Background: an optimization exercise with open tools, aiming at small area and a short achievable clock period. Do not read the settings as production practice.
No activity file was given, so power comes from the tool's default toggle rates.

==> 12-04: inputs <==
==> flow/design.v (excerpt) <==
module rate_ctl (
    input  wire               clk,
    input  wire               rst,         
    input  wire [1:0]         rate_sel,    
    input  wire               minphase,    
    input  wire               in_valid,
    input  wire signed [17:0] in_data,
    output reg                out_valid,
    output reg  signed [17:0] out_data
);
    reg        [17:0] in_q;
    reg               iv_q;       
    reg        [1:0]  rs;         
    reg               cfgh;
    reg        [3:0]  cfgc;
    wire              cfg = cfgh;
    always @(posedge clk) begin
        in_q <= in_data;
        iv_q <= in_valid & ~rst;
        if (rst) cfgh <= minphase;
        cfgc <= {cfgc[2:0], minphase};
        rs   <= rate_sel;
    end
    reg               vB;
    reg        [1:0]  tB;
    reg        [35:0] P0, P1;      
    wire       [18:0] q;           
    wire              tie;         
    hb_fin u_fin (.P0(P0), .P1(P1), .q(q), .tie(tie));
    wire       [18:0] r   = {q[18:1], q[0] & ~tie};    
    wire       [17:0] y   = (r[18] != r[17]) ? {r[18], {17{~r[18]}}} : r[17:0];
    reg        [179:0] h1e;
    reg        [89:0]  h1o;
    reg                par1;
    reg        [3:0]   cnt1;
    reg                j1;
    wire               push1 = iv_q & (rs != 2'd0);
    wire               new1  = push1 & ~par1;
    always @(posedge clk) begin
        if (push1 & ~par1) h1e <= {h1e[161:0], in_q};
        if (push1 &  par1) h1o <= {h1o[71:0], in_q};
        if (rst) begin
            par1 <= 1'b0;
            cnt1 <= 4'd0;
            j1   <= 1'b0;
        end else begin
            if (push1) par1 <= ~par1;
            if (push1 & ~par1 & (cnt1 != 4'd10)) cnt1 <= cnt1 + 4'd1;
            j1   <= new1;
        end
    end
    wire               push2 = vB & (tB == 2'd1) & rs[1];
  ...
==> flow/config.mk <==
export PLATFORM = sky130hd
export DESIGN_NAME = rate_ctl
export DESIGN_NICKNAME = rate_ctl
export VERILOG_FILES = /design/flow/design.v
export SDC_FILE = /design/flow/constraint.sdc
export NUM_CORES = 4
export LEC_CHECK = 0
export CAP_MARGIN = 20
export CORE_MARGIN = 2
export CORE_UTILIZATION = 65
export CTS_BUF_LIST = sky130_fd_sc_hd__clkbuf_8
export CTS_CLUSTER_DIAMETER = 60
export CTS_CLUSTER_SIZE = 14
export PLACE_DENSITY = 0.75
export SLEW_MARGIN = 20
export SYNTH_HIERARCHICAL = 1
==> flow/constraint.sdc <==
create_clock -name core_clock -period 20.0 [get_ports {clk}]
set_input_delay 4.0000 -clock core_clock [delete_from_list [all_inputs] [get_ports {clk}]]
set_output_delay 4.0000 -clock core_clock [all_outputs]
set_load 0.01 [all_outputs]
standard.sh (not shown) runs the stock make flow with config.mk's settings and CLKGATE_MAP_FILE= SYNTH_SCRIPT=/design/flow/synth_recipe.tcl, a recipe that flattens the netlist after the stock synthesis.
==> flow/flow/run.sh <==
#!/bin/bash
# Layout flow: the standard ORFS flow with these changes:
#  - the port buffers are buf_4 cells instead of the resizer's default pick;
#  - timing repair aims for a setup slack of SETUP_SLACK_MARGIN ns (flow/margin.txt),
#    well above 0, so the design is sized for the shortest period it can reach.
#    The clock and the constraints are the standard flow's, unchanged;
#  - clock tree options from flow/cts_args.txt, if present.
# The make output goes to standard.log in the work folder; each ORFS step
# writes its own log under orfs/logs.
set -euo pipefail
cd "$(dirname "$0")/.."
export BUFFER_PORTS_ARGS="-buffer_cell sky130_fd_sc_hd__buf_4"
export SETUP_SLACK_MARGIN=$(cat flow/margin.txt)
if [[ -f flow/cts_args.txt ]]; then
  export CTS_ARGS="$(cat flow/cts_args.txt)"
fi
bash standard.sh > standard.log 2>&1
==> flow/flow/cts_args.txt <==
-sink_clustering_enable -repair_clock_nets -buf_list sky130_fd_sc_hd__clkbuf_8 -root_buf sky130_fd_sc_hd__clkbuf_16 -sink_clustering_size 14 -sink_clustering_max_diameter 60
==> flow/flow/margin.txt <==
15.0
==> inputs of 11-24, as changes to 12-04 <==
--- a/flow/config.mk
+++ b/flow/config.mk
@@ -5,6 +5,7 @@
 export SDC_FILE = /design/flow/constraint.sdc
 export NUM_CORES = 4
 export LEC_CHECK = 0
+export ABC_CLOCK_PERIOD_IN_PS = 5000
 export CAP_MARGIN = 20
 export CORE_MARGIN = 2
 export CORE_UTILIZATION = 65
==> inputs of 08-06, as changes to 12-04 <==
==> flow/flow/margin.txt (replaced) <==
14.88
--- a/flow/config.mk
+++ b/flow/config.mk
@@ -5,6 +5,7 @@
 export SDC_FILE = /design/flow/constraint.sdc
 export NUM_CORES = 4
 export LEC_CHECK = 0
+export ABC_CLOCK_PERIOD_IN_PS = 5000
 export CAP_MARGIN = 20
 export CORE_MARGIN = 2
 export CORE_UTILIZATION = 65
==> qor summary <==
item	11-24	12-04	08-06
Run status	complete, no violations	complete, no violations	complete, no violations
FILL cells	5215	5215	5234
R2r worst-path depth	13	13	9
Met1 Routed Length	58400 um	58400 um	59000 um
Met1 GRT Util	0.530	0.530	0.530
Met3 Use GR	0.0897	0.0897	0.0901
Power Internal	4.43 mW	4.43 mW	4.42 mW
Synthesis-to-layout area growth	4.78%	4.78%	4.61%
Seq. pwr	2.83 mW	2.83 mW	2.82 mW
Highest attainable clock frequency	195 MHz	195 MHz	195 MHz
GR Util All Layers	0.375	0.375	0.375
DR iter-0 viols	5196	5196	5263
Relative slew margins	0.187	0.187	0.199
Reg2reg end	X3[13]	X3[13]	P1[20]
Share of total power in combinational logic	0.430	0.430	0.429
VDD IR max	0.000175 V	0.000175 V	0.000175 V
Internal reg-to-reg setup slack	15.04 ns	15.04 ns	14.98 ns
Switching share of power	0.378	0.378	0.377
Slew of the pin with the lowest slew margin	1.21 ns	1.21 ns	1.19 ns
Final cycle utilization of the critical path	0.257	0.257	0.256
Wire length of the first global-routing pass	226000 um	226000 um	225000 um
Fraction of layout instances using a drive strength above 1	0.0953	0.0953	0.0911
Number of global-route vias before repair	32600	32600	32500
Count of non-CTS buffers in the layout	82	82	81
No functional check of the RTL was part of any run of this note.

==> what the ideal ports hide <==
How much do the figures lean on ideal ports? The routed layouts below were timed once more, with nothing changed but the port constraints.
Step 1 sets driving cells, clkbuf_16 on the clock port and buf_2 on the other inputs (assumed; they add their load-dependent delay and slew).
Step 2 moves the port delays by t, midway between the first and last clock arrival at a register: inputs arrive t later, outputs are due t later. That takes back most of the time a late clock gives input paths.
Three values: ideal ports, drivers, drivers and shift; two values: the first two.
run	shift t [ns]	setup slack, ns	worst register clock-pin slew, ns	worst data-port slew with drivers (ns)
12-04	0.698	14.868 / 14.796 / 15.039	0.10 / 0.10	0.05
11-24	0.698	14.868 / 14.796 / 15.039	0.10 / 0.10	0.05
08-06	0.695	14.870 / 14.800 / 14.975	0.10 / 0.10	0.05
After both steps every run listed still meets setup and hold.
